This is an optimization exercise on Yosys and OpenROAD, whose aim is small area and a short achievable clock period, not a production implementation. In this exercise RTL edits were held to simulation tests only and were not proved equivalent to the original. Power is estimated from default activity; no workload was simulated.

### flow/config.mk
export PLATFORM = sky130hd
export DESIGN_NAME = lw_cv_rx
export DESIGN_NICKNAME = lw_cv_rx
export VERILOG_FILES = /design/flow/design.v
export SDC_FILE = /design/flow/constraint.sdc
export NUM_CORES = 4
export LEC_CHECK = 0
export CAP_MARGIN = 20
export CORE_MARGIN = 2
export CORE_UTILIZATION = 30
export PLACE_DENSITY = 0.5
export SLEW_MARGIN = 20
### flow/constraint.sdc
create_clock -name core_clock -period 33.0 [get_ports {clk}]
set_input_delay 6.6000 -clock core_clock [delete_from_list [all_inputs] [get_ports {clk}]]
set_output_delay 6.6000 -clock core_clock [all_outputs]
set_load 0.01 [all_outputs]
### flow/design.v
module lw_cv_rx (
    input  wire        clk,
    input  wire        rst,
    input  wire [1:0]  cfg_poly,
    input  wire        cfg_refin,
    input  wire        cfg_refout,
    input  wire        cfg_xorout,
    input  wire        cfg_init,
    input  wire        cfg_order,
    input  wire [7:0]  cfg_skip,
    input  wire        in_valid,
    input  wire        in_sop,
    input  wire        in_eop,
    input  wire        in_disc,
    input  wire [3:0]  in_nbytes,
    input  wire [63:0] in_data,
    input  wire        cnt_clr,
    output reg         cv_valid,
    output reg  [1:0]  cv_res,
    output reg  [31:0] cv_last,
    output reg  [31:0] cv_units,
    output reg  [15:0] cv_fail,
    output reg  [15:0] cv_short
);
    localparam [1:0] CHK_NONE = 2'd0;
    localparam [1:0] CHK_OK   = 2'd1;
    localparam [1:0] CHK_BAD  = 2'd2;
    function [31:0] sinit;
        input [1:0] poly;
        input [3:0] d;
        begin
            case ({poly, d})
                6'd0: sinit = 32'h46AF6449;
                6'd1: sinit = 32'h339FDE2F;
                6'd2: sinit = 32'h68B932F5;
                6'd3: sinit = 32'h955A6162;
                6'd4: sinit = 32'hF50B27F7;
                6'd5: sinit = 32'hC2A1038C;
                6'd6: sinit = 32'h7535D075;
                6'd7: sinit = 32'h1727635B;
                6'd8: sinit = 32'hD61C3A65;
                6'd16: sinit = 32'h2A26F826;
                6'd17: sinit = 32'hAAD955D3;
                6'd18: sinit = 32'h12647B10;
                6'd19: sinit = 32'h11FFA28F;
                6'd20: sinit = 32'h48081204;
                6'd21: sinit = 32'h043379AF;
                6'd22: sinit = 32'h6BC65337;
                6'd23: sinit = 32'hFDDCB433;
                6'd24: sinit = 32'hF931DF69;
                6'd32: sinit = 32'h000084CF;
                6'd33: sinit = 32'h00002D71;
                6'd34: sinit = 32'h00005437;
                6'd35: sinit = 32'h0000DA3E;
                6'd36: sinit = 32'h0000F125;
                6'd37: sinit = 32'h00008DB1;
                6'd38: sinit = 32'h0000988F;
                6'd39: sinit = 32'h00006965;
                6'd40: sinit = 32'h0000C921;
                6'd48: sinit = 32'h00000048;
                6'd49: sinit = 32'h00000018;
                6'd50: sinit = 32'h00000069;
                6'd51: sinit = 32'h000000A0;
                6'd52: sinit = 32'h000000E2;
                6'd53: sinit = 32'h00000095;
                6'd54: sinit = 32'h00000084;
                6'd55: sinit = 32'h000000EE;
                6'd56: sinit = 32'h00000022;
                default: sinit = 32'h0;
            endcase
        end
    endfunction
    function [7:0] rev8;
        input [7:0] b;
        integer q;
        begin
            for (q = 0; q < 8; q = q + 1) rev8[q] = b[7-q];
        end
    endfunction
    reg [1:0]  poly_q;
    reg        refin_q, refout_q, xorout_q, init_q, order_q;
    reg [7:0]  skip_q;           
    reg [95:0] xv_q;             
    reg [31:0] hist_q;           
    reg [2:0]  cnt_q;            
    wire [1:0] poly_e   = in_sop ? cfg_poly   : poly_q;
    wire       refin_e  = in_sop ? cfg_refin  : refin_q;
    wire       init_e   = in_sop ? cfg_init   : init_q;
    wire [7:0] skip_e   = in_sop ? cfg_skip   : skip_q;
    wire [2:0] cnt_e    = in_sop ? 3'd0       : cnt_q;
    wire [95:0] xv = xv_q;
    wire [31:0] s_r0;
    wire [31:0] s_r1;
    wire [15:0] s_r2;
    wire [7:0]  s_r3;
    wire [356:0] xs;     
    assign xs[0] = xv[40] ^ xv[69];
    assign xs[1] = xv[47] ^ xv[56];
    assign xs[2] = xv[48] ^ xv[57];
    assign xs[3] = xv[41] ^ xv[63];
    assign xs[4] = xv[42] ^ xv[71];
    assign xs[5] = xv[38] ^ xv[60];
    assign xs[6] = xv[82] ^ xv[83];
    assign xs[7] = xv[32] ^ xv[77];
    assign xs[8] = xv[34] ^ xv[70];
    assign xs[9] = xv[36] ^ xv[65];
    assign xs[10] = xv[37] ^ xv[45];
    assign xs[11] = xv[61] ^ xv[79];
    assign xs[12] = xv[33] ^ xv[68];
    assign xs[13] = xv[50] ^ xv[59];
    assign xs[14] = xv[39] ^ xv[64];
    assign xs[15] = xv[44] ^ xv[73];
    assign xs[16] = xv[46] ^ xv[55];
    assign xs[17] = xv[49] ^ xv[58];
    assign xs[18] = xv[54] ^ xv[74];
    assign xs[19] = xv[84] ^ xv[92];
    assign xs[20] = xv[52] ^ xv[72];
    assign xs[21] = xv[66] ^ xv[67];
    assign xs[22] = xv[35] ^ xv[53];
    assign xs[23] = xv[43] ^ xv[78];
    assign xs[24] = xv[86] ^ xv[91];
    assign xs[25] = xv[62] ^ xv[80];
    assign xs[26] = xv[75] ^ xv[76];
    assign xs[27] = xv[85] ^ xv[90];
    assign xs[28] = xv[51] ^ xv[81];
    assign xs[29] = xv[88] ^ xv[93];
    assign xs[30] = xv[89] ^ xv[94];
    assign xs[31] = xv[87] ^ xs[19];
    assign xs[32] = xs[0] ^ xs[12];
    assign xs[33] = xv[95] ^ xs[6];
    assign xs[34] = xs[2] ^ xs[7];
    assign xs[35] = xs[11] ^ xs[21];
    assign xs[36] = xs[1] ^ xs[9];
    assign xs[37] = xs[3] ^ xs[13];
    assign xs[38] = xs[4] ^ xs[5];
    assign xs[39] = xv[83] ^ xv[84];
    assign xs[40] = xv[38] ^ xs[17];
    assign xs[41] = xv[95] ^ xs[27];
    assign xs[42] = xs[8] ^ xs[14];
    assign xs[43] = xv[20] ^ xv[24];
    assign xs[44] = xv[21] ^ xv[25];
    assign xs[45] = xv[22] ^ xv[26];
    assign xs[46] = xv[31] ^ xv[68];
    assign xs[47] = xv[33] ^ xv[94];
    assign xs[48] = xv[36] ^ xv[53];
    assign xs[49] = xv[39] ^ xv[77];
    assign xs[50] = xv[41] ^ xv[71];
    assign xs[51] = xv[51] ^ xv[67];
    assign xs[52] = xv[58] ^ xv[61];
    assign xs[53] = xv[32] ^ xs[10];
    assign xs[54] = xv[40] ^ xs[23];
    assign xs[55] = xv[43] ^ xs[16];
    assign xs[56] = xv[60] ^ xs[25];
    assign xs[57] = xv[79] ^ xs[15];
    assign xs[58] = xv[35] ^ xv[57];
    assign xs[59] = xv[42] ^ xv[72];
    assign xs[60] = xv[56] ^ xv[59];
    assign xs[61] = xv[62] ^ xv[81];
    assign xs[62] = xv[63] ^ xv[80];
    assign xs[63] = xv[87] ^ xv[92];
    assign xs[64] = xv[37] ^ xs[0];
    assign xs[65] = xv[66] ^ xs[22];
    assign xs[66] = xv[75] ^ xs[18];
    assign xs[67] = xv[78] ^ xs[16];
    assign xs[68] = xv[23] ^ xv[30];
    assign xs[69] = xv[35] ^ xv[64];
    assign xs[70] = xv[38] ^ xv[70];
    assign xs[71] = xv[50] ^ xv[76];
    assign xs[72] = xv[29] ^ xs[10];
    assign xs[73] = xv[34] ^ xs[29];
    assign xs[74] = xv[37] ^ xs[2];
    assign xs[75] = xv[46] ^ xs[20];
    assign xs[76] = xv[59] ^ xs[1];
    assign xs[77] = xv[73] ^ xs[8];
    assign xs[78] = xv[82] ^ xs[28];
    assign xs[79] = xs[3] ^ xs[4];
    assign xs[80] = xs[24] ^ xs[26];
    assign xs[81] = xv[12] ^ xv[54];
    assign xs[82] = xv[16] ^ xv[44];
    assign xs[83] = xv[27] ^ xv[43];
    assign xs[84] = xv[28] ^ xv[39];
    assign xs[85] = xv[32] ^ xv[52];
    assign xs[86] = xv[45] ^ xv[48];
    assign xs[87] = xv[47] ^ xv[61];
    assign xs[88] = xv[56] ^ xv[70];
    assign xs[89] = xv[58] ^ xv[69];
    assign xs[90] = xv[65] ^ xv[81];
    assign xs[91] = xv[85] ^ xv[94];
    assign xs[92] = xv[89] ^ xv[90];
    assign xs[93] = xv[35] ^ xs[14];
    assign xs[94] = xv[55] ^ xs[9];
    assign xs[95] = xv[55] ^ xs[30];
    assign xs[96] = xv[63] ^ xs[7];
    assign xs[97] = xv[64] ^ xs[18];
    assign xs[98] = xv[68] ^ xs[17];
    assign xs[99] = xv[74] ^ xs[24];
    assign xs[100] = xv[76] ^ xs[11];
    assign xs[101] = xv[88] ^ xs[6];
    assign xs[102] = xv[52] ^ xs[55];
    assign xs[103] = xv[60] ^ xs[34];
    assign xs[104] = xs[5] ^ xs[33];
    assign xs[105] = xs[12] ^ xs[35];
    assign xs[106] = xv[14] ^ xv[51];
    assign xs[107] = xv[18] ^ xv[62];
    assign xs[108] = xv[36] ^ xv[73];
    assign xs[109] = xv[37] ^ xv[57];
    assign xs[110] = xv[40] ^ xv[54];
    assign xs[111] = xv[44] ^ xv[49];
    assign xs[112] = xv[51] ^ xv[95];
    assign xs[113] = xv[65] ^ xv[72];
    assign xs[114] = xv[71] ^ xv[91];
    assign xs[115] = xv[11] ^ xs[22];
    assign xs[116] = xv[17] ^ xs[44];
    assign xs[117] = xv[41] ^ xs[2];
    assign xs[118] = xv[42] ^ xs[10];
    assign xs[119] = xv[47] ^ xs[26];
    assign xs[120] = xv[66] ^ xs[20];
    assign xs[121] = xv[71] ^ xs[63];
    assign xs[122] = xv[87] ^ xs[39];
    assign xs[123] = xv[93] ^ xs[15];
    assign xs[124] = xs[21] ^ xs[23];
    assign xs[125] = xs[22] ^ xs[28];
    assign xs[126] = xs[43] ^ xs[46];
    assign xs[127] = xv[40] ^ xs[31];
    assign xs[128] = xv[77] ^ xs[42];
    assign xs[129] = xv[78] ^ xs[99];
    assign xs[130] = xv[84] ^ xs[37];
    assign xs[131] = xs[27] ^ xs[32];
    assign xs[132] = xs[30] ^ xs[36];
    assign xs[133] = xs[38] ^ xs[45];
    assign xs[134] = xv[15] ^ xv[19];
    assign xs[135] = xv[19] ^ xv[45];
    assign xs[136] = xv[25] ^ xv[36];
    assign xs[137] = xv[30] ^ xv[74];
    assign xs[138] = xv[33] ^ xv[46];
    assign xs[139] = xv[33] ^ xv[89];
    assign xs[140] = xv[34] ^ xv[74];
    assign xs[141] = xv[37] ^ xv[52];
    assign xs[142] = xv[44] ^ xv[82];
    assign xs[143] = xv[48] ^ xv[68];
    assign xs[144] = xv[53] ^ xv[65];
    assign xs[145] = xv[54] ^ xv[64];
    assign xs[146] = xv[77] ^ xv[80];
    assign xs[147] = xv[4] ^ xs[20];
    assign xs[148] = xv[7] ^ xs[16];
    assign xs[149] = xv[8] ^ xs[1];
    assign xs[150] = xv[9] ^ xs[4];
    assign xs[151] = xv[23] ^ xs[81];
    assign xs[152] = xv[24] ^ xs[13];
    assign xs[153] = xv[26] ^ xs[58];
    assign xs[154] = xv[27] ^ xs[8];
    assign xs[155] = xv[34] ^ xs[5];
    assign xs[156] = xv[38] ^ xs[47];
    assign xs[157] = xv[42] ^ xs[25];
    assign xs[158] = xv[49] ^ xs[29];
    assign xs[159] = xv[53] ^ xs[14];
    assign xs[160] = xv[56] ^ xs[17];
    assign xs[161] = xv[57] ^ xs[25];
    assign xs[162] = xv[58] ^ xs[15];
    assign xs[163] = xv[59] ^ xs[3];
    assign xs[164] = xv[60] ^ xs[0];
    assign xs[165] = xv[66] ^ xs[89];
    assign xs[166] = xv[67] ^ xs[5];
    assign xs[167] = xv[73] ^ xs[19];
    assign xs[168] = xv[76] ^ xs[70];
    assign xs[169] = xv[78] ^ xs[11];
    assign xs[170] = xv[79] ^ xs[62];
    assign xs[171] = xv[85] ^ xs[61];
    assign xs[172] = xv[86] ^ xs[30];
    assign xs[173] = xv[91] ^ xs[27];
    assign xs[174] = xv[93] ^ xs[18];
    assign xs[175] = xs[2] ^ xs[6];
    assign xs[176] = xs[6] ^ xs[9];
    assign xs[177] = xs[7] ^ xs[50];
    assign xs[178] = xs[10] ^ xs[59];
    assign xs[179] = xs[14] ^ xs[52];
    assign xs[180] = xs[18] ^ xs[91];
    assign xs[181] = xs[43] ^ xs[51];
    assign xs[182] = xs[47] ^ xs[60];
    assign xs[183] = xv[10] ^ xs[53];
    assign xs[184] = xv[62] ^ xs[67];
    assign xs[185] = xv[65] ^ xs[54];
    assign xs[186] = xv[67] ^ xs[56];
    assign xs[187] = xv[90] ^ xs[31];
    assign xs[188] = xv[93] ^ xs[33];
    assign xs[189] = xs[1] ^ xs[65];
    assign xs[190] = xs[11] ^ xs[76];
    assign xs[191] = xs[13] ^ xs[120];
    assign xs[192] = xs[23] ^ xs[75];
    assign xs[193] = xs[28] ^ xs[31];
    assign xs[194] = xs[34] ^ xs[64];
    assign xs[195] = xs[35] ^ xs[54];
    assign xs[196] = xs[40] ^ xs[41];
    assign xs[197] = xs[42] ^ xs[82];
    assign xs[198] = xs[78] ^ xs[121];
    assign xs[199] = xv[29] ^ xs[133];
    assign xs[200] = xv[0] ^ xv[79];
    assign xs[201] = xv[1] ^ xv[69];
    assign xs[202] = xv[2] ^ xv[41];
    assign xs[203] = xv[2] ^ xv[46];
    assign xs[204] = xv[3] ^ xv[46];
    assign xs[205] = xv[6] ^ xv[41];
    assign xs[206] = xv[8] ^ xv[70];
    assign xs[207] = xv[14] ^ xv[67];
    assign xs[208] = xv[15] ^ xv[48];
    assign xs[209] = xv[17] ^ xv[21];
    assign xs[210] = xv[20] ^ xv[57];
    assign xs[211] = xv[23] ^ xv[47];
    assign xs[212] = xv[24] ^ xv[63];
    assign xs[213] = xv[28] ^ xv[59];
    assign xs[214] = xv[31] ^ xv[69];
    assign xs[215] = xv[38] ^ xv[53];
    assign xs[216] = xv[39] ^ xv[75];
    assign xs[217] = xv[39] ^ xv[76];
    assign xs[218] = xv[41] ^ xv[88];
    assign xs[219] = xv[43] ^ xv[62];
    assign xs[220] = xv[43] ^ xv[68];
    assign xs[221] = xv[46] ^ xv[95];
    assign xs[222] = xv[49] ^ xv[75];
    assign xs[223] = xv[52] ^ xv[54];
    assign xs[224] = xv[56] ^ xv[64];
    assign xs[225] = xv[61] ^ xv[69];
    assign xs[226] = xv[70] ^ xv[92];
    assign xs[227] = xv[72] ^ xv[74];
    assign xs[228] = xv[72] ^ xv[89];
    assign xs[229] = xv[77] ^ xv[79];
    assign xs[230] = xv[85] ^ xv[87];
    assign xs[231] = xv[88] ^ xv[94];
    assign xs[232] = xv[16] ^ xs[44];
    assign xs[233] = xv[18] ^ xs[1];
    assign xs[234] = xv[28] ^ xs[9];
    assign xs[235] = xv[32] ^ xs[86];
    assign xs[236] = xv[33] ^ xs[8];
    assign xs[237] = xv[43] ^ xs[110];
    assign xs[238] = xv[44] ^ xs[52];
    assign xs[239] = xv[45] ^ xs[15];
    assign xs[240] = xv[45] ^ xs[69];
    assign xs[241] = xv[48] ^ xs[4];
    assign xs[242] = xv[50] ^ xs[8];
    assign xs[243] = xv[51] ^ xs[21];
    assign xs[244] = xv[52] ^ xs[46];
    assign xs[245] = xv[53] ^ xs[0];
    assign xs[246] = xv[54] ^ xs[17];
    assign xs[247] = xv[55] ^ xs[48];
    assign xs[248] = xv[60] ^ xs[3];
    assign xs[249] = xv[64] ^ xs[7];
    assign xs[250] = xv[66] ^ xs[107];
    assign xs[251] = xv[69] ^ xs[12];
    assign xs[252] = xv[71] ^ xs[85];
    assign xs[253] = xv[74] ^ xs[20];
    assign xs[254] = xv[75] ^ xs[0];
    assign xs[255] = xv[76] ^ xs[49];
    assign xs[256] = xv[78] ^ xs[0];
    assign xs[257] = xv[80] ^ xs[5];
    assign xs[258] = xv[81] ^ xs[21];
    assign xs[259] = xv[82] ^ xs[114];
    assign xs[260] = xv[83] ^ xs[25];
    assign xs[261] = xv[83] ^ xs[26];
    assign xs[262] = xv[86] ^ xs[14];
    assign xs[263] = xv[87] ^ xs[92];
    assign xs[264] = xs[2] ^ xs[48];
    assign xs[265] = xs[4] ^ xs[24];
    assign xs[266] = xs[10] ^ xs[13];
    assign xs[267] = xs[12] ^ xs[223];
    assign xs[268] = xs[15] ^ xs[58];
    assign xs[269] = xs[16] ^ xs[17];
    assign xs[270] = xs[16] ^ xs[90];
    assign xs[271] = xs[19] ^ xs[111];
    assign xs[272] = xs[20] ^ xs[90];
    assign xs[273] = xs[22] ^ xs[26];
    assign xs[274] = xs[24] ^ xs[71];
    assign xs[275] = xs[26] ^ xs[88];
    assign xs[276] = xs[29] ^ xs[39];
    assign xs[277] = xs[50] ^ xs[146];
    assign xs[278] = xs[68] ^ xs[106];
    assign xs[279] = xs[68] ^ xs[135];
    assign xs[280] = xs[69] ^ xs[143];
    assign xs[281] = xs[71] ^ xs[203];
    assign xs[282] = xv[5] ^ xs[32];
    assign xs[283] = xv[6] ^ xs[66];
    assign xs[284] = xv[13] ^ xs[93];
    assign xs[285] = xv[26] ^ xs[77];
    assign xs[286] = xv[27] ^ xs[79];
    assign xs[287] = xv[28] ^ xs[162];
    assign xs[288] = xv[30] ^ xs[67];
    assign xs[289] = xv[35] ^ xs[57];
    assign xs[290] = xv[39] ^ xs[56];
    assign xs[291] = xv[47] ^ xs[37];
    assign xs[292] = xv[50] ^ xs[172];
    assign xs[293] = xv[58] ^ xs[95];
    assign xs[294] = xv[61] ^ xs[153];
    assign xs[295] = xv[65] ^ xs[100];
    assign xs[296] = xv[79] ^ xs[124];
    assign xs[297] = xv[80] ^ xs[80];
    assign xs[298] = xv[81] ^ xs[80];
    assign xs[299] = xv[91] ^ xs[180];
    assign xs[300] = xs[3] ^ xs[40];
    assign xs[301] = xs[6] ^ xs[95];
    assign xs[302] = xs[8] ^ xs[36];
    assign xs[303] = xs[13] ^ xs[38];
    assign xs[304] = xs[15] ^ xs[72];
    assign xs[305] = xs[23] ^ xs[94];
    assign xs[306] = xs[27] ^ xs[31];
    assign xs[307] = xs[32] ^ xs[176];
    assign xs[308] = xs[33] ^ xs[73];
    assign xs[309] = xs[36] ^ xs[97];
    assign xs[310] = xs[36] ^ xs[278];
    assign xs[311] = xs[37] ^ xs[275];
    assign xs[312] = xs[38] ^ xs[88];
    assign xs[313] = xs[41] ^ xs[179];
    assign xs[314] = xs[45] ^ xs[243];
    assign xs[315] = xs[48] ^ xs[53];
    assign xs[316] = xs[49] ^ xs[79];
    assign xs[317] = xs[50] ^ xs[123];
    assign xs[318] = xs[53] ^ xs[125];
    assign xs[319] = xs[55] ^ xs[97];
    assign xs[320] = xs[56] ^ xs[98];
    assign xs[321] = xs[57] ^ xs[117];
    assign xs[322] = xs[57] ^ xs[273];
    assign xs[323] = xs[61] ^ xs[73];
    assign xs[324] = xs[63] ^ xs[157];
    assign xs[325] = xs[68] ^ xs[148];
    assign xs[326] = xs[72] ^ xs[136];
    assign xs[327] = xs[74] ^ xs[134];
    assign xs[328] = xs[74] ^ xs[174];
    assign xs[329] = xs[75] ^ xs[101];
    assign xs[330] = xs[77] ^ xs[87];
    assign xs[331] = xs[80] ^ xs[109];
    assign xs[332] = xs[83] ^ xs[149];
    assign xs[333] = xs[84] ^ xs[152];
    assign xs[334] = xs[96] ^ xs[112];
    assign xs[335] = xs[98] ^ xs[166];
    assign xs[336] = xs[115] ^ xs[151];
    assign xs[337] = xs[116] ^ xs[213];
    assign xs[338] = xs[118] ^ xs[246];
    assign xs[339] = xs[119] ^ xs[126];
    assign xs[340] = xs[169] ^ xs[262];
    assign xs[341] = xs[170] ^ xs[274];
    assign xs[342] = xs[181] ^ xs[227];
    assign xs[343] = xs[210] ^ xs[252];
    assign xs[344] = xs[228] ^ xs[266];
    assign xs[345] = xv[84] ^ xs[195];
    assign xs[346] = xs[23] ^ xs[130];
    assign xs[347] = xs[32] ^ xs[184];
    assign xs[348] = xs[40] ^ xs[105];
    assign xs[349] = xs[47] ^ xs[191];
    assign xs[350] = xs[64] ^ xs[189];
    assign xs[351] = xs[102] ^ xs[307];
    assign xs[352] = xs[103] ^ xs[167];
    assign xs[353] = xs[156] ^ xs[188];
    assign xs[354] = xs[158] ^ xs[330];
    assign xs[355] = xs[182] ^ xs[198];
    assign xs[356] = xs[196] ^ xs[328];
    assign s_r0[0] = (((xs[34] ^ xs[41]) ^ (xs[100] ^ xs[165])) ^ (((xv[93] ^ xs[3]) ^ (xs[5] ^ xs[142])) ^ ((xs[224] ^ (xv[0] ^ xv[86])) ^ xs[324])));
    assign s_r0[1] = (((xs[173] ^ xs[182]) ^ (xs[235] ^ (xs[90] ^ xs[111]))) ^ (((xs[201] ^ xs[217]) ^ (xs[218] ^ xs[226])) ^ (xs[104] ^ xs[296])));
    assign s_r0[2] = ((((xv[67] ^ xv[89]) ^ xs[42]) ^ (xs[122] ^ xs[235])) ^ ((xs[281] ^ (xs[114] ^ (xv[56] ^ xv[62]))) ^ (xs[131] ^ xs[300])));
    assign s_r0[3] = ((xs[291] ^ (xs[265] ^ (xv[88] ^ xs[19]))) ^ (((xs[58] ^ xs[113]) ^ (xs[204] ^ (xv[49] ^ xv[51]))) ^ (xs[128] ^ xs[131])));
    assign s_r0[4] = (((xs[147] ^ xs[259]) ^ (xs[268] ^ (xv[38] ^ xs[11]))) ^ (((xs[25] ^ xs[71]) ^ xs[302]) ^ (xs[334] ^ (xs[92] ^ xs[54]))));
    assign s_r0[5] = ((((xv[5] ^ xv[33]) ^ xs[38]) ^ ((xv[56] ^ xs[20]) ^ (xs[108] ^ xs[217]))) ^ (((xs[225] ^ xs[230]) ^ xs[129]) ^ (xs[188] ^ xs[318])));
    assign s_r0[6] = (((xs[77] ^ xs[156]) ^ ((xv[86] ^ xs[11]) ^ (xs[48] ^ xs[49]))) ^ (((xs[109] ^ xs[219]) ^ xs[127]) ^ (xs[283] ^ xs[329])));
    assign s_r0[7] = ((((xv[55] ^ xs[4]) ^ (xs[92] ^ (xv[7] ^ xv[34]))) ^ xs[350]) ^ (xs[352] ^ (xs[340] ^ (xs[66] ^ xs[101]))));
    assign s_r0[8] = (((xs[96] ^ xs[124]) ^ (xs[164] ^ xs[271])) ^ (((xs[24] ^ xs[59]) ^ (xs[69] ^ xs[139])) ^ ((xs[206] ^ xs[33]) ^ (xs[66] ^ xs[94]))));
    assign s_r0[9] = (((xs[224] ^ xs[242]) ^ (xs[261] ^ (xv[9] ^ xs[10]))) ^ ((xs[105] ^ xs[305]) ^ (xs[306] ^ xs[317])));
    assign s_r0[10] = (((xs[248] ^ xs[259]) ^ (xs[280] ^ (xs[51] ^ xs[52]))) ^ (((xs[113] ^ xs[140]) ^ (xs[221] ^ xs[231])) ^ (xs[183] ^ xs[187])));
    assign s_r0[11] = (((xs[163] ^ xs[263]) ^ ((xv[11] ^ xs[12]) ^ xs[103])) ^ ((xs[289] ^ xs[297]) ^ (xs[329] ^ (xs[17] ^ xs[36]))));
    assign s_r0[12] = (((xs[57] ^ xs[171]) ^ ((xv[49] ^ xs[1]) ^ (xs[139] ^ (xv[12] ^ xv[38])))) ^ ((xs[129] ^ xs[130]) ^ (xs[308] ^ xs[315])));
    assign s_r0[13] = (((xs[155] ^ xs[170]) ^ (xs[175] ^ (xv[51] ^ xs[138]))) ^ ((xs[284] ^ xs[292]) ^ (xs[306] ^ (xs[66] ^ xs[118]))));
    assign s_r0[14] = (((xs[73] ^ xs[93]) ^ (xs[122] ^ (xs[9] ^ xs[28]))) ^ (((xs[87] ^ (xv[14] ^ xv[40])) ^ xs[102]) ^ (xs[196] ^ xs[297])));
    assign s_r0[15] = (((xs[65] ^ xs[171]) ^ (xs[255] ^ (xs[13] ^ xs[24]))) ^ (((xs[141] ^ xs[142]) ^ (xs[208] ^ xs[218])) ^ (xs[127] ^ xs[132])));
    assign s_r0[16] = ((xs[315] ^ (xs[100] ^ xs[160])) ^ ((xs[256] ^ xs[260]) ^ ((xs[51] ^ xs[82]) ^ (xs[145] ^ (xv[88] ^ xv[89])))));
    assign s_r0[17] = ((xs[130] ^ (xs[229] ^ xs[161])) ^ ((xs[267] ^ xs[270]) ^ ((xv[17] ^ xs[10]) ^ (xs[70] ^ xs[92]))));
    assign s_r0[18] = (((xs[38] ^ xs[67]) ^ (xs[78] ^ xs[159])) ^ ((xs[165] ^ xs[173]) ^ (xs[233] ^ (xv[34] ^ xs[62]))));
    assign s_r0[19] = ((xs[190] ^ ((xv[19] ^ xv[67]) ^ xs[93])) ^ ((xs[175] ^ xs[237]) ^ (xs[272] ^ (xs[24] ^ xs[226]))));
    assign s_r0[20] = ((xs[317] ^ xs[320]) ^ ((xs[94] ^ xs[175]) ^ ((xv[66] ^ (xv[20] ^ xv[53])) ^ xs[127])));
    assign s_r0[21] = (((xv[21] ^ xs[225]) ^ (xs[37] ^ xs[160])) ^ ((xs[178] ^ xs[180]) ^ (xs[258] ^ xs[276])));
    assign s_r0[22] = (((xs[35] ^ xs[55]) ^ (xs[123] ^ (xv[80] ^ xs[7]))) ^ (((xs[30] ^ xs[89]) ^ (xs[143] ^ (xv[22] ^ xv[51]))) ^ (xs[187] ^ xs[311])));
    assign s_r0[23] = (((xs[231] ^ xs[163]) ^ ((xv[70] ^ xs[85]) ^ (xs[86] ^ xs[211]))) ^ (xs[348] ^ (xs[129] ^ xs[198])));
    assign s_r0[24] = (((xs[152] ^ xs[159]) ^ (xs[241] ^ xs[251])) ^ (((xs[63] ^ xs[222]) ^ xs[186]) ^ (xs[308] ^ ((xv[79] ^ xv[89]) ^ xs[75]))));
    assign s_r0[25] = (((xs[125] ^ xs[164]) ^ ((xv[90] ^ xs[30]) ^ (xs[39] ^ xs[62]))) ^ (((xs[71] ^ xs[113]) ^ (xs[220] ^ (xv[25] ^ xv[54]))) ^ xs[354]));
    assign s_r0[26] = ((xs[341] ^ (xs[153] ^ xs[174])) ^ (((xs[85] ^ xs[108]) ^ xs[193]) ^ (xs[293] ^ xs[312])));
    assign s_r0[27] = (((xs[146] ^ xs[247]) ^ (xs[253] ^ (xv[75] ^ xs[29]))) ^ (xs[355] ^ ((xs[83] ^ xs[109]) ^ xs[313])));
    assign s_r0[28] = ((xs[331] ^ ((xv[78] ^ xs[20]) ^ (xs[30] ^ xs[60]))) ^ (((xs[110] ^ xs[144]) ^ xs[104]) ^ (xs[287] ^ xs[323])));
    assign s_r0[29] = (((xs[65] ^ xs[100]) ^ (xs[163] ^ (xs[18] ^ xs[49]))) ^ ((((xv[29] ^ xv[45]) ^ (xv[57] ^ xv[73])) ^ xs[104]) ^ (xs[187] ^ xs[293])));
    assign s_r0[30] = ((xs[313] ^ (xs[66] ^ xs[276])) ^ (((xv[91] ^ xs[60]) ^ ((xv[36] ^ xv[40]) ^ (xv[42] ^ xv[77]))) ^ (xs[186] ^ xs[288])));
    assign s_r0[31] = ((xs[331] ^ (xs[95] ^ xs[171])) ^ ((xs[248] ^ (xs[19] ^ xs[46])) ^ (xs[185] ^ xs[190])));
    assign s_r1[0] = (((xs[37] ^ xs[247]) ^ (xs[260] ^ (xv[44] ^ xs[91]))) ^ (((xs[200] ^ xs[216]) ^ xs[129]) ^ (xs[194] ^ xs[335])));
    assign s_r1[1] = ((xs[340] ^ ((xv[1] ^ xv[95]) ^ xs[32])) ^ ((xs[257] ^ xs[193]) ^ (xs[311] ^ xs[338])));
    assign s_r1[2] = (((xs[78] ^ xs[161]) ^ ((xs[0] ^ xs[29]) ^ (xs[202] ^ xs[230]))) ^ ((xs[102] ^ xs[128]) ^ (xs[295] ^ xs[303])));
    assign s_r1[3] = (((xs[101] ^ xs[172]) ^ (xs[238] ^ (xs[20] ^ xs[28]))) ^ ((xs[185] ^ xs[189]) ^ (xs[316] ^ ((xv[3] ^ xv[70]) ^ xs[56]))));
    assign s_r1[4] = (((xs[239] ^ xs[263]) ^ (xs[264] ^ (xv[59] ^ xs[61]))) ^ (xs[345] ^ ((xs[145] ^ xs[33]) ^ (xs[79] ^ xs[147]))));
    assign s_r1[5] = (((xs[98] ^ xs[101]) ^ (xs[173] ^ xs[178])) ^ (((xs[3] ^ xs[144]) ^ xs[186]) ^ (xs[319] ^ ((xv[5] ^ xv[84]) ^ xs[57]))));
    assign s_r1[6] = (((xs[205] ^ xs[159]) ^ xs[352]) ^ (((xv[46] ^ xs[61]) ^ xs[132]) ^ (xs[195] ^ xs[338])));
    assign s_r1[7] = (((xs[142] ^ xs[148]) ^ xs[356]) ^ ((xs[157] ^ xs[105]) ^ (xs[185] ^ xs[291])));
    assign s_r1[8] = (((xs[48] ^ xs[140]) ^ ((xv[57] ^ xv[66]) ^ xs[54])) ^ ((xs[118] ^ xs[149]) ^ (xs[249] ^ (xv[85] ^ xs[28]))));
    assign s_r1[9] = ((xs[299] ^ ((xv[9] ^ xv[49]) ^ xs[96])) ^ (xs[351] ^ ((xs[13] ^ xs[22]) ^ xs[290])));
    assign s_r1[10] = (((xs[34] ^ xs[42]) ^ (xs[76] ^ (xs[19] ^ xs[25]))) ^ (xs[348] ^ ((xs[28] ^ (xv[10] ^ xv[95])) ^ xs[299])));
    assign s_r1[11] = ((((xv[44] ^ xv[79]) ^ (xv[81] ^ xv[91])) ^ (xs[115] ^ xs[177])) ^ (((xv[92] ^ xs[9]) ^ (xs[140] ^ xs[141])) ^ xs[353]));
    assign s_r1[12] = (((xs[216] ^ (xv[34] ^ xv[36])) ^ ((xv[78] ^ xv[80]) ^ xs[65])) ^ ((xs[178] ^ (xs[19] ^ xs[81])) ^ xs[353]));
    assign s_r1[13] = (((xs[123] ^ (xv[69] ^ xs[18])) ^ xs[346]) ^ (((xs[22] ^ xs[221]) ^ xs[298]) ^ (xs[320] ^ ((xv[13] ^ xv[34]) ^ xs[34]))));
    assign s_r1[14] = (((xs[207] ^ xs[117]) ^ (xs[168] ^ (xs[6] ^ xs[12]))) ^ (((xs[14] ^ xs[24]) ^ (xs[87] ^ xs[110])) ^ (xs[318] ^ xs[324])));
    assign s_r1[15] = ((xs[323] ^ (xs[31] ^ xs[40])) ^ (xs[351] ^ ((xv[54] ^ xs[208]) ^ xs[316])));
    assign s_r1[16] = (((xs[158] ^ (xv[85] ^ xs[59])) ^ xs[346]) ^ (xs[350] ^ (xs[197] ^ xs[301])));
    assign s_r1[17] = (((xs[41] ^ xs[237]) ^ (xs[240] ^ (xv[17] ^ xs[9]))) ^ (((xs[39] ^ xs[51]) ^ xs[292]) ^ (xs[312] ^ xs[321])));
    assign s_r1[18] = (((xs[35] ^ xs[122]) ^ (xs[254] ^ (xs[86] ^ xs[107]))) ^ (((xs[144] ^ (xv[90] ^ xv[94])) ^ xs[192]) ^ (xs[303] ^ xs[334])));
    assign s_r1[19] = ((((xv[88] ^ xs[39]) ^ (xs[52] ^ xs[70])) ^ xs[349]) ^ (((xs[108] ^ xs[112]) ^ xs[194]) ^ (xs[319] ^ ((xv[19] ^ xv[86]) ^ xs[119]))));
    assign s_r1[20] = ((xs[343] ^ (xs[112] ^ xs[32])) ^ ((xs[77] ^ xs[122]) ^ (xs[132] ^ xs[341])));
    assign s_r1[21] = (((xs[65] ^ xs[74]) ^ (xs[236] ^ xs[253])) ^ ((xs[277] ^ (xv[88] ^ xs[89])) ^ (xs[193] ^ ((xv[21] ^ xv[64]) ^ xs[41]))));
    assign s_r1[22] = (((xs[242] ^ xs[272]) ^ ((xs[18] ^ xs[29]) ^ xs[194])) ^ ((xs[289] ^ xs[290]) ^ (xs[301] ^ ((xv[22] ^ xv[68]) ^ xs[79]))));
    assign s_r1[23] = (((xs[93] ^ xs[265]) ^ ((xs[15] ^ xs[88]) ^ (xs[219] ^ (xv[23] ^ xv[84])))) ^ ((xs[103] ^ xs[105]) ^ (xs[344] ^ (xs[41] ^ xs[78]))));
    assign s_r1[24] = (((xs[176] ^ xs[239]) ^ ((xv[61] ^ xs[17]) ^ (xs[51] ^ xs[212]))) ^ ((xs[131] ^ xs[192]) ^ ((xs[99] ^ xs[121]) ^ (xs[155] ^ xs[161]))));
    assign s_r1[25] = (((xs[257] ^ xs[258]) ^ xs[354]) ^ (((xs[20] ^ xs[91]) ^ xs[127]) ^ ((xs[136] ^ xs[34]) ^ (xs[67] ^ xs[240]))));
    assign s_r1[26] = (((xs[76] ^ xs[254]) ^ (xs[270] ^ (xs[7] ^ xs[15]))) ^ (((xs[29] ^ xs[62]) ^ (xs[114] ^ xs[139])) ^ (xs[104] ^ xs[294])));
    assign s_r1[27] = (((xs[249] ^ xs[271]) ^ ((xs[1] ^ xs[62]) ^ (xs[215] ^ (xv[55] ^ xv[82])))) ^ ((xs[131] ^ xs[298]) ^ (xs[344] ^ (xs[35] ^ xs[154]))));
    assign s_r1[28] = (((xs[97] ^ xs[234]) ^ (xs[269] ^ (xs[8] ^ (xv[40] ^ xv[63])))) ^ (xs[355] ^ (xs[322] ^ ((xv[90] ^ xv[93]) ^ xs[53]))));
    assign s_r1[29] = (((xs[277] ^ (xv[91] ^ xs[16])) ^ xs[349]) ^ (((xs[26] ^ xs[58]) ^ xs[104]) ^ (xs[309] ^ (xs[72] ^ xs[73]))));
    assign s_r1[30] = (((xs[167] ^ xs[261]) ^ ((xv[95] ^ xs[21]) ^ (xs[49] ^ xs[52]))) ^ ((xs[132] ^ xs[288]) ^ ((xs[59] ^ xs[74]) ^ (xs[125] ^ xs[155]))));
    assign s_r1[31] = (((xs[244] ^ xs[255]) ^ xs[345]) ^ (xs[356] ^ ((xv[82] ^ xs[108]) ^ ((xv[35] ^ xv[62]) ^ xs[76]))));
    assign s_r2[0] = (((xs[83] ^ xs[200]) ^ xs[342]) ^ ((xs[40] ^ xs[234]) ^ (xs[280] ^ (xs[4] ^ xs[82]))));
    assign s_r2[1] = ((xs[191] ^ xs[304]) ^ ((xs[222] ^ xs[116]) ^ ((xs[9] ^ xs[84]) ^ (xs[201] ^ xs[220]))));
    assign s_r2[2] = ((xs[304] ^ xs[314]) ^ (((xv[18] ^ xv[70]) ^ xs[245]) ^ (xs[281] ^ (xs[5] ^ xs[137]))));
    assign s_r2[3] = (((xs[70] ^ xs[87]) ^ (xs[204] ^ xs[66])) ^ ((xs[244] ^ xs[279]) ^ ((xv[27] ^ xs[49]) ^ (xs[50] ^ xs[51]))));
    assign s_r2[4] = ((xs[184] ^ xs[339]) ^ ((xs[147] ^ xs[241]) ^ (xs[245] ^ (xv[32] ^ xs[84]))));
    assign s_r2[5] = (((xs[181] ^ xs[232]) ^ ((xv[29] ^ xs[7]) ^ xs[282])) ^ ((xs[286] ^ xs[287]) ^ (xs[309] ^ (xs[22] ^ xs[168]))));
    assign s_r2[6] = (((xs[251] ^ (xv[30] ^ xs[4])) ^ (xs[128] ^ xs[283])) ^ ((xs[305] ^ xs[337]) ^ ((xs[45] ^ xs[72]) ^ (xs[117] ^ xs[120]))));
    assign s_r2[7] = (((xs[154] ^ xs[160]) ^ xs[199]) ^ (((xs[113] ^ (xv[18] ^ xv[31])) ^ xs[322]) ^ (xs[325] ^ (xs[64] ^ xs[124]))));
    assign s_r2[8] = (((xs[168] ^ xs[177]) ^ (xs[268] ^ xs[279])) ^ (((xs[18] ^ xs[46]) ^ xs[332]) ^ (xs[333] ^ ((xv[36] ^ xv[72]) ^ xs[35]))));
    assign s_r2[9] = (((xs[150] ^ xs[162]) ^ xs[347]) ^ (((xs[84] ^ (xv[31] ^ xv[75])) ^ xs[103]) ^ (xs[326] ^ xs[342])));
    assign s_r2[10] = (((xs[32] ^ (xv[29] ^ xs[26])) ^ ((xs[44] ^ xs[137]) ^ xs[183])) ^ ((xs[190] ^ xs[192]) ^ (xs[285] ^ xs[300])));
    assign s_r2[11] = ((((xv[27] ^ xv[62]) ^ xs[115]) ^ (xs[119] ^ (xs[13] ^ xs[137]))) ^ (((xs[138] ^ xs[214]) ^ xs[128]) ^ (xs[133] ^ xs[321])));
    assign s_r2[12] = ((xs[339] ^ ((xv[40] ^ xv[45]) ^ xs[96])) ^ ((xs[151] ^ xs[166]) ^ (xs[169] ^ xs[197])));
    assign s_r2[13] = ((xs[295] ^ (xs[116] ^ xs[177])) ^ (xs[347] ^ ((xv[24] ^ xs[86]) ^ xs[284])));
    assign s_r2[14] = ((xs[302] ^ ((xv[14] ^ xv[25]) ^ xs[250])) ^ ((xs[256] ^ (xv[49] ^ xs[3])) ^ ((xs[45] ^ xs[59]) ^ (xs[138] ^ xs[229]))));
    assign s_r2[15] = ((xs[296] ^ xs[327]) ^ ((xs[211] ^ (xv[50] ^ xs[69])) ^ (xs[285] ^ xs[286])));
    assign s_r3[0] = ((((xv[16] ^ xv[62]) ^ xs[126]) ^ (xs[179] ^ xs[264])) ^ (xs[199] ^ ((xs[106] ^ (xv[0] ^ xv[15])) ^ xs[332])));
    assign s_r3[1] = ((((xv[63] ^ xs[85]) ^ (xs[111] ^ xs[145])) ^ xs[199]) ^ ((((xv[1] ^ xv[8]) ^ (xv[9] ^ xv[53])) ^ xs[310]) ^ (xs[337] ^ (xs[64] ^ xs[126]))));
    assign s_r3[2] = (((xs[165] ^ xs[232]) ^ (xs[267] ^ (xv[55] ^ xs[107]))) ^ (((xs[202] ^ xs[206]) ^ xs[183]) ^ (xs[310] ^ ((xv[20] ^ xv[50]) ^ xs[150]))));
    assign s_r3[3] = (((xs[236] ^ (xv[11] ^ xs[60])) ^ ((xs[209] ^ xs[212]) ^ (xs[214] ^ xs[215]))) ^ ((xs[102] ^ xs[314]) ^ (xs[327] ^ ((xv[3] ^ xv[10]) ^ xs[150]))));
    assign s_r3[4] = ((xs[343] ^ ((xv[22] ^ xv[25]) ^ xs[233])) ^ (((xs[83] ^ (xv[4] ^ xv[10])) ^ xs[197]) ^ (xs[335] ^ xs[336])));
    assign s_r3[5] = ((((xv[13] ^ xv[26]) ^ xs[94]) ^ (xs[238] ^ (xv[71] ^ xs[2]))) ^ (((xs[135] ^ xs[209]) ^ xs[282]) ^ (xs[333] ^ xs[336])));
    assign s_r3[6] = (((xs[154] ^ xs[164]) ^ (xs[250] ^ xs[269])) ^ (((xs[43] ^ xs[60]) ^ (xs[81] ^ xs[106])) ^ ((xs[205] ^ (xv[13] ^ xv[22])) ^ xs[326])));
    assign s_r3[7] = ((((xv[13] ^ xv[28]) ^ xs[37]) ^ (xs[38] ^ (xv[70] ^ xs[1]))) ^ (((xs[44] ^ xs[134]) ^ (xs[141] ^ xs[207])) ^ (xs[294] ^ xs[325])));
    reg  [31:0] s_cur;
    reg  [2:0]  w_bytes;
    reg  [31:0] wmask;
    always @* begin
        case (poly_q)
            2'd0:    begin s_cur = s_r0;           w_bytes = 3'd4; wmask = 32'hFFFF_FFFF; end
            2'd1:    begin s_cur = s_r1;           w_bytes = 3'd4; wmask = 32'hFFFF_FFFF; end
            2'd2:    begin s_cur = {16'h0, s_r2};  w_bytes = 3'd2; wmask = 32'h0000_FFFF; end
            default: begin s_cur = {24'h0, s_r3};  w_bytes = 3'd1; wmask = 32'h0000_00FF; end
        endcase
    end
    wire       skip_big = (skip_e > {4'd0, in_nbytes});
    wire [3:0] dskip    = skip_big ? in_nbytes : skip_e[3:0];
    wire [3:0] kcnt     = in_nbytes - dskip;
    wire [7:0] skip_nx  = skip_big ? skip_e - {4'd0, in_nbytes} : 8'd0;
    wire [3:0] cnt_sum  = {1'b0, cnt_e} + kcnt;
    wire [2:0] cnt_nx   = (cnt_sum > 4'd4) ? 3'd4 : cnt_sum[2:0];
    wire       use_init = in_sop | (skip_q != 8'd0);
    wire [31:0] s_e     = use_init ? (init_e ? sinit(poly_e, dskip) : 32'h0) : s_cur;
    reg  [63:0] bdat;
    integer j;
    always @* begin
        for (j = 0; j < 8; j = j + 1)
            bdat[63-8*j -: 8] = (skip_e > j) ? 8'h00 :
                                (refin_e ? rev8(in_data[8*j +: 8]) : in_data[8*j +: 8]);
    end
    wire [2:0]  sh      = 3'd0 - in_nbytes[2:0];           
    wire [95:0] xv_nx   = {s_e, bdat} >> {sh, 3'b000};
    wire [95:0] hv      = {hist_q, bdat} >> {sh, 3'b000};
    wire [31:0] hist_nx = hv[31:0];
    reg  [2:0]  w_e;
    always @* begin
        case (poly_e)
            2'd0, 2'd1: w_e = 3'd4;
            2'd2:       w_e = 3'd2;
            default:    w_e = 3'd1;
        endcase
    end
    wire is_short = (cnt_nx < w_e);
    wire [31:0] rbytes = hist_q & wmask;
    wire [7:0]  h0 = refin_q ? rev8(hist_q[7:0])   : hist_q[7:0];
    wire [7:0]  h1 = refin_q ? rev8(hist_q[15:8])  : hist_q[15:8];
    wire [7:0]  h2 = refin_q ? rev8(hist_q[23:16]) : hist_q[23:16];
    wire [7:0]  h3 = refin_q ? rev8(hist_q[31:24]) : hist_q[31:24];
    reg  [31:0] rxval;
    always @* begin
        case (w_bytes)
            3'd4:    rxval = order_q ? {h3, h2, h1, h0} : {h0, h1, h2, h3};
            3'd2:    rxval = order_q ? {16'h0, h1, h0}  : {16'h0, h0, h1};
            default: rxval = {24'h0, h0};
        endcase
    end
    function [31:0] reflw;
        input [31:0] v;
        input [2:0]  wb;
        input        en;
        integer q;
        begin
            if (en) begin
                reflw = 32'h0;
                case (wb)
                    3'd4:    for (q = 0; q < 32; q = q + 1) reflw[q] = v[31-q];
                    3'd2:    for (q = 0; q < 16; q = q + 1) reflw[q] = v[15-q];
                    default: for (q = 0; q < 8;  q = q + 1) reflw[q] = v[7-q];
                endcase
            end else begin
                reflw = v;
            end
        end
    endfunction
    wire [31:0] xm = xorout_q ? wmask : 32'h0;
    wire [31:0] fin = reflw(s_cur ^ rbytes, w_bytes, refout_q) ^ xm;
    wire [31:0] tgt = rbytes ^ reflw(rxval ^ xm, w_bytes, refout_q);
    wire        is_ok = (s_cur == tgt);
    wire unit_end = in_valid & in_eop;
    always @(posedge clk) begin
        if (in_valid) begin
            if (in_sop) begin
                poly_q   <= cfg_poly;
                refin_q  <= cfg_refin;
                refout_q <= cfg_refout;
                xorout_q <= cfg_xorout;
                init_q   <= cfg_init;
                order_q  <= cfg_order;
            end
            skip_q <= skip_nx;
            cnt_q  <= cnt_nx;
            xv_q   <= xv_nx;
            hist_q <= hist_nx;
        end
    end
    reg         chk_q;           
    reg  [1:0]  res_q;           
    reg  [31:0] last_q;          
    reg  [15:0] fail_q;          
    wire [15:0] fail_inc = (fail_q == 16'hFFFF) ? fail_q : fail_q + 16'd1;
    always @* begin
        cv_res  = chk_q ? (is_ok ? CHK_OK : CHK_BAD) : res_q;
        cv_last = chk_q ? fin : last_q;
        cv_fail = (chk_q & ~is_ok) ? fail_inc : fail_q;
    end
    wire        short_ev  = unit_end & ~in_disc & is_short;
    wire [31:0] units_inc = cv_units + 32'd1;
    wire [15:0] short_inc = (cv_short == 16'hFFFF) ? cv_short : cv_short + 16'd1;
    wire [15:0] short_d   = cnt_clr ? {15'd0, short_ev} : short_inc;
    always @(posedge clk) begin
        if (rst | unit_end)
            cv_units <= units_inc & {32{~rst}};
        if (rst | cnt_clr | short_ev)
            cv_short <= short_d & {16{~rst}};
    end
    always @(posedge clk) begin
        if (rst) begin
            cv_valid <= 1'b0;
            chk_q    <= 1'b0;
            last_q   <= 32'h0;
            fail_q   <= 16'h0;
        end else begin
            cv_valid <= unit_end;
            chk_q    <= unit_end & ~in_disc & ~is_short;
            res_q    <= in_disc ? CHK_NONE : CHK_BAD;
            last_q   <= cv_last;
            fail_q   <= cnt_clr ? 16'h0 : cv_fail;
        end
    end
endmodule
### flow/flow/run.sh
#!/bin/bash
# Layout flow: the standard flow (standard.sh), except that synthesis maps the
# combinational logic with flow/abc_map.script (area-oriented mapping; ORFS's
# speed script restructures the XOR networks into much larger logic).
set -euo pipefail
here=$(pwd)
[[ -f flow/params.sh ]] && source flow/params.sh
export FLOW_ABC_SCRIPT=$here/flow/abc_map.script
export FLOW_STD_SYNTH=$here/synth_recipe.tcl
# same make command as standard.sh, with our synthesis script, for synthesis only
sed -e "s#SYNTH_SCRIPT=[^ ]*#SYNTH_SCRIPT=$here/flow/abc_synth.tcl#" standard.sh > synth_only.sh
bash synth_only.sh synth ${EXTRA_MAKE_ARGS:-} > synth.log 2>&1
# the rest of the standard flow reuses that synthesis
bash standard.sh finish ${EXTRA_MAKE_ARGS:-} > layout.log 2>&1
### flow/flow/abc_map.script
strash
dch
amap
topo
buffer -c
stime -c
upsize -c
dnsize -c
### flow/flow/abc_synth.tcl
# The standard flow's synthesis script, but with the combinational logic mapped by
# abc_map.script instead of ORFS's abc_speed.script. Everything else,
# including the flip-flop mapping, is the standard synthesis.
proc abc {args} {
  set i [lsearch -exact $args -script]
  if { $i >= 0 } {
    lset args [expr { $i + 1 }] $::env(FLOW_ABC_SCRIPT)
  }
  yosys abc {*}$args
}
source $::env(FLOW_STD_SYNTH)
### flow/standard.sh
#!/bin/bash
# synth_recipe.tcl (not shown) runs the flow's synth.tcl, then flattens the netlist and writes it again
# the make line also repeats each setting of config.mk as NAME=value (left out here)
make -C /OpenROAD-flow-scripts/flow DESIGN_CONFIG=/design/flow/config.mk WORK_HOME=/design/flow/orfs CLKGATE_MAP_FILE= SYNTH_SCRIPT=/design/flow/synth_recipe.tcl "${@:-finish}"
==> run notes, run 1 <==
status finished clean; clock share of power 17.7%; unrepaired setup endpoints after global routing false; achievable frequency 0.06365 GHz; CP required 26.40 ns; drt pass-1 iters 8; Clock Skews 0.02575 ns; Gate power share 61.5%; Cells after Synth 4,390; Worst path slowest cell o22ai_2; # nets final 4,653; HP Start last_q[19]$_SDFF_PP0_; Tot GR Track Use 46.41%; simple-gate share of the synthesized area 17.79%; setup TNS 0 ns; Clock transition at path regs 0.06 ns; die width 313.3 µm; 1st-iter DRT viols 6,346; initial core utilization 30.25%; Worst Tran Pin Value 1.351 ns; CTS tree yes; largest family of logic cells by synthesized area compound AO/OA/AOI/OAI gates; max incr delay on CP 1.07 ns; die area 98,170 µm²; WS Path Type reg -> out; ys flop type edfxtp_1; critical path endpoint category primary output; commonest non-fill, non-tap cell in the layout nor2_1; final setup vio count 0; I/O pin count 189; Net Sw Frac 55.36%; Final ANT Viol Nets 0; DP Worst Slack 18.04 ns; die height 313.3 µm; vias in the first global route 34,140; first-pass GRT wire length 310,000 µm; WL/cell 40.50 µm; Top delay family on crit path compound AO/OA/AOI/OAI gates; CTS resizes 0; Core Region 94,870 µm²; Clk Latency, worst-skew pair 0.62 ns; Synth Area in XOR/XNOR 1.861%; post-CTS setup buffer count 0; Yosys reg bits 237; Worst R2R Path Depth 23; Max Cap Viol 0; number of buffers created by CTS 29; Hold Buf Count CTS 0; CP arrival 9.11 ns; PnR worst setup slack 17.29 ns; syn nets 4,506; Fin. Hold Viols 0; synthesized area 28,700 µm²; CTS Buffer Depth 3; FFs w/ async S/R, synth 0%; gr ovfl total 0; Routed WL 236,000 µm; Reg-to-Reg Start xv_q[39]$_DFFE_PP_; detailed-placement wirelength estimate 185,200 µm; Hold Crit Class reg -> reg; TritonCTS Sinks 237; cell-internal power 0.0008209 W; leakage power 12.63 nW; Routability Congestion 1.200; relative slew slack 9.918%; Mapped Avg Cell Area 6.538 µm²; Final min period 15.71 ns; Worst Hold Path EP last_q[19]$_SDFF_PP0_; post-synthesis mux area share 0%; Port Buffers 188; Area growth, synth to finish 16.94%; Clock Root Buffer clkbuf_16; critical-path cell list inv_1, o22ai_2, inv_1, o22ai_1, nor2_1, a21oi_1, nor2_1, a21oi_1, nor2_1, a211oi_1, o32ai_2, inv_2, a21oi_1, nor4_2, nand3_1, nor4b_4, nor2_2, inv_4, nor2_2, clkinv_2, nor2_1, a21oi_1, inv_1, clkdlybuf4s50_1; ratio of final minimum period to clock period 47.61%; Max VDD drop 0.00003873 V; Post-synth EDFFs 187; reg2reg end fail_q[0]$_SDFF_PP0_; crit path launch type register; largest net degree at the start of global routing 86; Critical Path Fanout Max 15; htree depth 1; Final Max Slew Viols 0; power share of the sequential group 20.8%; post-synthesis compound-gate area fraction 45.46%; Vias/cell 6.683; hold-critical path depth 2; post-synth cell types 74; most frequent cells in the layout nor2_1, o22ai_1, a21oi_1, inv_1, o21ai_0; CP bufs+invs 7; via count 38,940; P_sw 0.001018 W; PwrDens 54.79 nW/µm²; yosys warns 1; share of layout cells above drive strength 1 9.719%; # DRC 0; adder-cell share of the synthesized area 1.238%; initial antenna violation count 10; post-synthesis sequential area ratio 23.05%; row count 113; r2r setup slk 24.78 ns
[kinds of logic (layout without fill, tap and decap cells)]
logic type / count (synthesis) / after routing
flip-flops: 237 / 237
AO/OA/AOI/OAI: 2027 / 2027
adder cells (fa/ha/maj): 26 / 26
buffers and inverters: 789 / 957
AND/OR/NAND/NOR: 1250 / 1250
XOR/XNOR: 61 / 61
other: 0 / 3
[layout make-up]
cell class                      instances  area (µm²)
Sequential cell                       237        6616
Clock inverter                         14       102.6
Tap cell                             1265        1583
Inverter                              571        2153
Multi-Input combinational cell       3364       19220
Fill cell                           10450       61300
Timing Repair Buffer                  334        3057
Antenna cell                            3       7.507
Clock buffer                           38       830.8
[flip-flops by register name (all words and copies together) (netlist names)]
signal and flops:
chk_q 1, cv_short 16, hist_q 32, skip_q 8, cv_units 32, xorout_q 1
init_q 1, xv_q 88, fail_q 16, refout_q 1, refin_q 1, poly_q 2
last_q 32, order_q 1, cnt_q 3, cv_valid 1, res_q 1
[worst max path at each step]
stage,startpoint,cells after the start,slack [ns],to
floorplan,in_sop,23,19.96,cv_short[0]$_DFFE_PP_
global placement,in_sop,25,17.97,cv_short[13]$_DFFE_PP_
detailed placement,in_sop,25,18.04,cv_short[14]$_DFFE_PP_
CTS,xv_q[39]$_DFFE_PP_,24,17.93,cv_fail[0]
global route,xv_q[61]$_DFFE_PP_,24,17.56,cv_fail[0]
finish,xv_q[39]$_DFFE_PP_,24,17.29,cv_fail[0]
[power groups by stage]
stage / clock [W] / sequential, W / combinational, W
after CTS: 0.000330 / 0.000380 / 0.00103
after floorplan: 0 / 0.000372 / 0.000556
after global routing: 0.000339 / 0.000383 / 0.00114
final: 0.000326 / 0.000383 / 0.00113
after detailed placement: 0 / 0.000386 / 0.00103
after global placement: 0 / 0.000386 / 0.00104
[worst register-to-register path, cell delays in order (launching register included)]
cell and delay, ns:
edfxtp_1 0.94, inv_1 0.61, o22ai_2 1.08, inv_1 0.67, o22ai_1 0.81, nor2_1 0.11, a21oi_1 0.18, nor2_1 0.07
a21oi_1 0.36, nor2_1 0.10, a211oi_1 0.74, o32ai_2 0.30, inv_2 0.20, a21oi_1 0.11, nor4_2 0.27, nand3_1 0.18
nor4b_4 0.48, nor2_2 0.14, inv_4 0.17, nor2_2 0.08, clkinv_2 0.12, nor2_1 0.04, a21oi_1 0.20, nor2_1 0.11
[through the flow]
step | instance area [µm²] | instances | util (%) | hold slack, ns | total power (W)
after floorplan | 28700 | 4390 | - | 0.4516 | 0.0009283
after global placement | 32340 | 5759 | 34.08 | 0.4697 | 0.001424
after global routing | 33560 | 5823 | 35.37 | 0.5183 | 0.001863
after CTS | 33270 | 5811 | 35.07 | 0.4938 | 0.001741
after detailed placement | 32340 | 5759 | 34.09 | 0.4772 | 0.001414
final | 33570 | 5826 | 35.38 | 0.4883 | 0.001839
[synthesized netlist by cell type (all sizes together) (10+ instances only)]
master  instances  area share [%]
o32ai          41             1.3
o22ai         890              21
a221oi         12            0.39
o32a           14            0.49
nor3           59             1.0
a21oi         504             8.8
nand3          19            0.33
clkinv         10            0.14
nor2b          20            0.44
a211oi         45             1.2
o21bai         14            0.37
edfxtp        187              20
nor2          854              11
and3           13            0.28
xor2           51             1.6
a31oi          14            0.33
o221a          13            0.51
ha             22            0.96
o21ai         262             4.6
o221ai         69             2.1
dfxtp          50             3.5
clkbuf        167             2.2
nor4           12            0.28
a32oi          11            0.34
inv           561             7.4
or2            32            0.70
buf            51            0.92
nand2         209             2.7
xnor2          10            0.31
or3            14            0.31
a22oi          29            0.76
o22a           67             2.0
o21a           19            0.50
[metal layers]
metal,global-route usage (%),routed length [µm],up-vias
met3,19.08,29950,912
met5,0.7253,149,-
met1,54.56,86470,18270
met2,64.45,93010,3071
li1,-,-,16670
met4,41.05,26390,10
==> inputs of run 2 (changes only) <==
==> flow/run.sh (new file) <==
#!/bin/bash
# synth_recipe.tcl (not shown) runs the flow's synth.tcl, then flattens the netlist and writes it again
# the make line also repeats each setting of config.mk as NAME=value (left out here)
make -C /OpenROAD-flow-scripts/flow DESIGN_CONFIG=/design/flow/config.mk WORK_HOME=/design/flow/orfs CLKGATE_MAP_FILE= SYNTH_SCRIPT=/design/flow/synth_recipe.tcl finish
removed: flow/flow/run.sh
removed: flow/flow/abc_map.script
removed: flow/flow/abc_synth.tcl
removed: flow/standard.sh
==> run 2 against run 1 <==
Routed wire length is 29% lower; sequential share of layout area is 2.7 points lower; final cell count is 8.9% lower; clock-buffer cell count down 1; largest cell class unchanged.
==> run notes, run 2 <==
final instance area 38,890 µm²; Critical Path Fanout Max 23; Clock transition at path regs 0.06 ns; WS Path Type reg -> out; relative slew slack 18.02%; Mapped Avg Cell Area 9.251 µm²; ys flop type edfxtp_1; first-pass GRT wire length 230,000 µm; Routability Congestion 1.090; gr ovfl total 0; CTS Buffer Depth 3; 1st-iter DRT viols 3,925; DP Worst Slack 19.22 ns; syn nets 3,853; CTS resizes 0; Yosys top cell area share 16.87%; post-synthesis sequential area ratio 19.14%; most frequent cell after synthesis xnor2_1; Worst Tran Pin Value 1.225 ns; TritonCTS Sinks 237; Net Sw Frac 51.56%; max reg flops 88; initial antenna violation count 2; # DRC 0; # nets final 3,890; Post-synth top cells xnor2_1, nand2_1, a21oi_1, nor2_1, xnor3_1; Tot GR Track Use 27.64%; Cells after Synth 3,737; leakage power 15.69 nW; synthesized area 34,570 µm²; htree depth 1; drt pass-1 iters 5; I/O pin count 189; Core Region 114,300 µm²; Max VDD drop 0.00004929 V; Routed WL 167,800 µm; WL/cell 31.60 µm; initial core utilization 30.23%; post-CTS setup buffer count 0; Final min period 13.95 ns; ratio of final minimum period to clock period 42.26%; Worst Hold Slack 0.4722 ns; Hold Crit Class reg -> reg; row count 124; via count 30,060; Most flops, register xv_q; achievable frequency 0.07170 GHz; Clock Root Buffer clkbuf_16; cell-internal power 0.001682 W; PnR worst setup slack 19.05 ns; setup TNS 0 ns; largest cells by area after synthesis xnor2_1, edfxtp_1, xnor3_1, xor2_1, a21oi_1; die width 343.5 µm; PwrDens 89.30 nW/µm²; P_sw 0.001791 W; unrepaired setup endpoints after global routing false; commonest non-fill, non-tap cell in the layout xnor2_1; post-synth top area cell xnor2_1; CTS tree yes; Vias/cell 5.662; detailed-placement wirelength estimate 127,600 µm; most frequent cells in the layout xnor2_1, nand2_1, a21oi_1, nor2_1, xnor3_1; DP Area 38,010 µm²; Gate power share 79.5%; Post-synth EDFFs 187; Max Cap Viol 0; Clk Latency, worst-skew pair 0.59 ns; status finished clean; yosys warns 1; Hold Buf Count CTS 0; critical path endpoint category primary output; die height 343.5 µm; final setup vio count 0; Yosys reg bits 237; FF/Latch Area 6618 µm²; post-synth cell types 92; CP arrival 7.35 ns; power share of the sequential group 11.6%; Port Buffers 188; area of the multi-input gates 26,520 µm²; die area 118,000 µm²; share of layout cells above drive strength 1 8.353%; FFs w/ async S/R, synth 0%; clock share of power 8.9%; CP required 26.40 ns; crit path launch type register; Clock Skews 0.03370 ns; largest net degree at the start of global routing 104; number of buffers created by CTS 29; Final ANT Viol Nets 0; vias in the first global route 28,300; final-layout fill cell count 11,680; Fin. Hold Viols 0; Final Max Slew Viols 0; Area growth, synth to finish 12.50%
## run 2: cell types whose count changed in the layout (fill, tap and decap cells not counted), moves of 56 or more
cell      previous run  this run
xnor3_1              0       249
o22ai_2             69         0
o21ai_0            240       155
a21oi_1            498       302
xor2_1              50       196
mux2i_1              0       144
o22ai_1            811        23
nand2_1            208       383
nor2_1             850       288
inv_2              106         6
o221ai_1            68        12
o22a_1              67         3
inv_1              451        43
xnor2_1             10       663
## run 2: power groups by stage
stage	combinational [W]	sequential, W	clock (W)
after floorplan	0.00176	0.000377	0
after global placement	0.00265	0.000408	0
after detailed placement	0.00265	0.000408	0
after CTS	0.00266	0.000402	0.000315
after global routing	0.00282	0.000404	0.000323
final	0.00276	0.000404	0.000307
## run 2: worst max-delay path, cell delays in order (launching register included)
cell and delay, ns:
edfxtp_1 0.89, xnor2_4 0.40, xnor2_1 0.98, xnor3_1 0.60, xnor2_1 0.15, xnor2_1 0.44
mux4_2 0.54, xor2_1 0.52, o22ai_1 0.17, nor4_2 0.20, nand4_2 0.22, o21ai_2 0.73
o31ai_1 0.22, nand2_1 0.10, clkdlybuf4s50_1 0.57
## run 2: worst paths after layout
path / slack (ns) / from / endpoint / cells past startpoint
min: 0.47 / last_q[23]$_SDFF_PP0_ / last_q[23]$_SDFF_PP0_ / 2
max: 19.05 / xv_q[48]$_DFFE_PP_ / cv_fail[7] / 14
min reg2reg: 0.47 / last_q[23]$_SDFF_PP0_ / last_q[23]$_SDFF_PP0_ / 2
max reg2reg: 26.30 / skip_q[2]$_SDFFCE_PN0P_ / xv_q[24]$_DFFE_PP_ / 17
## run 2: cell type report
type,count,area share [%]
Timing Repair Buffer,309,7.203
Multi-Input combinational cell,3144,68.17
Sequential cell,237,17.01
Clock buffer,37,1.943
Antenna cell,1,0.006434
Tap cell,1512,4.864
Inverter,53,0.5115
Clock inverter,15,0.2831
## run 2: kinds of logic (layout without fill, tap and decap cells)
group	after synthesis	after routing	share of synthesized area, %
XOR/XNOR	1171	1171	41.69
AND/OR/NAND/NOR	971	971	12.57
AO/OA/AOI/OAI	756	756	13.45
buffers and inverters	356	414	4.387
flip-flops	237	237	19.14
multiplexers	219	219	7.716
adder cells (fa/ha/maj)	27	27	1.057
other	0	1	0
## run 2: through the flow
step	total power, W	util, %	instances
finish	0.003473	34.01	5308
global route	0.003547	34.01	5307
CTS	0.003380	34.00	5306
detailed placement	0.003057	33.24	5254
global placement	0.003062	33.24	5254
floorplan	0.002139	-	3737
## run 2: layer usage
metal	part of all wire, %	vias up	GRT usage [%]	routed length [µm]
met3	9.3	441	5.189	15640
li1	-	13170	-	-
met2	43	1751	41.48	72020
met5	0.010	-	0	17
met1	40	14700	36.58	67520
met4	7.5	2	17.34	12550

-- static timing again, ports no longer ideal --
How much do the figures lean on ideal ports? The routed layouts below were timed once more, with nothing changed but the port constraints.
Step 1 (the two cells are an assumption about what drives the block):
set clk [get_ports {clk}]
set_driving_cell -lib_cell sky130_fd_sc_hd__clkbuf_16 $clk
set_driving_cell -lib_cell sky130_fd_sc_hd__buf_2 [delete_from_list [all_inputs] $clk]
Step 2 adds t to the input delays and takes it off the output delays; t is the mean of the earliest and latest rising clock arrival at the registers after step 1. Input paths then give back, and output paths get back, about the clock's delay inside the block.
a / b / c = no drivers / after step 1 / after step 2; a / b = the first two.
run	shift t [ns]	slack for setup (ns)	cell pins on the clock port's net
run 1	0.681	17.289 / 17.215 / 17.896	1
run 2	0.635	19.053 / 18.992 / 19.199	1
After both steps setup and hold are still met in every run listed.
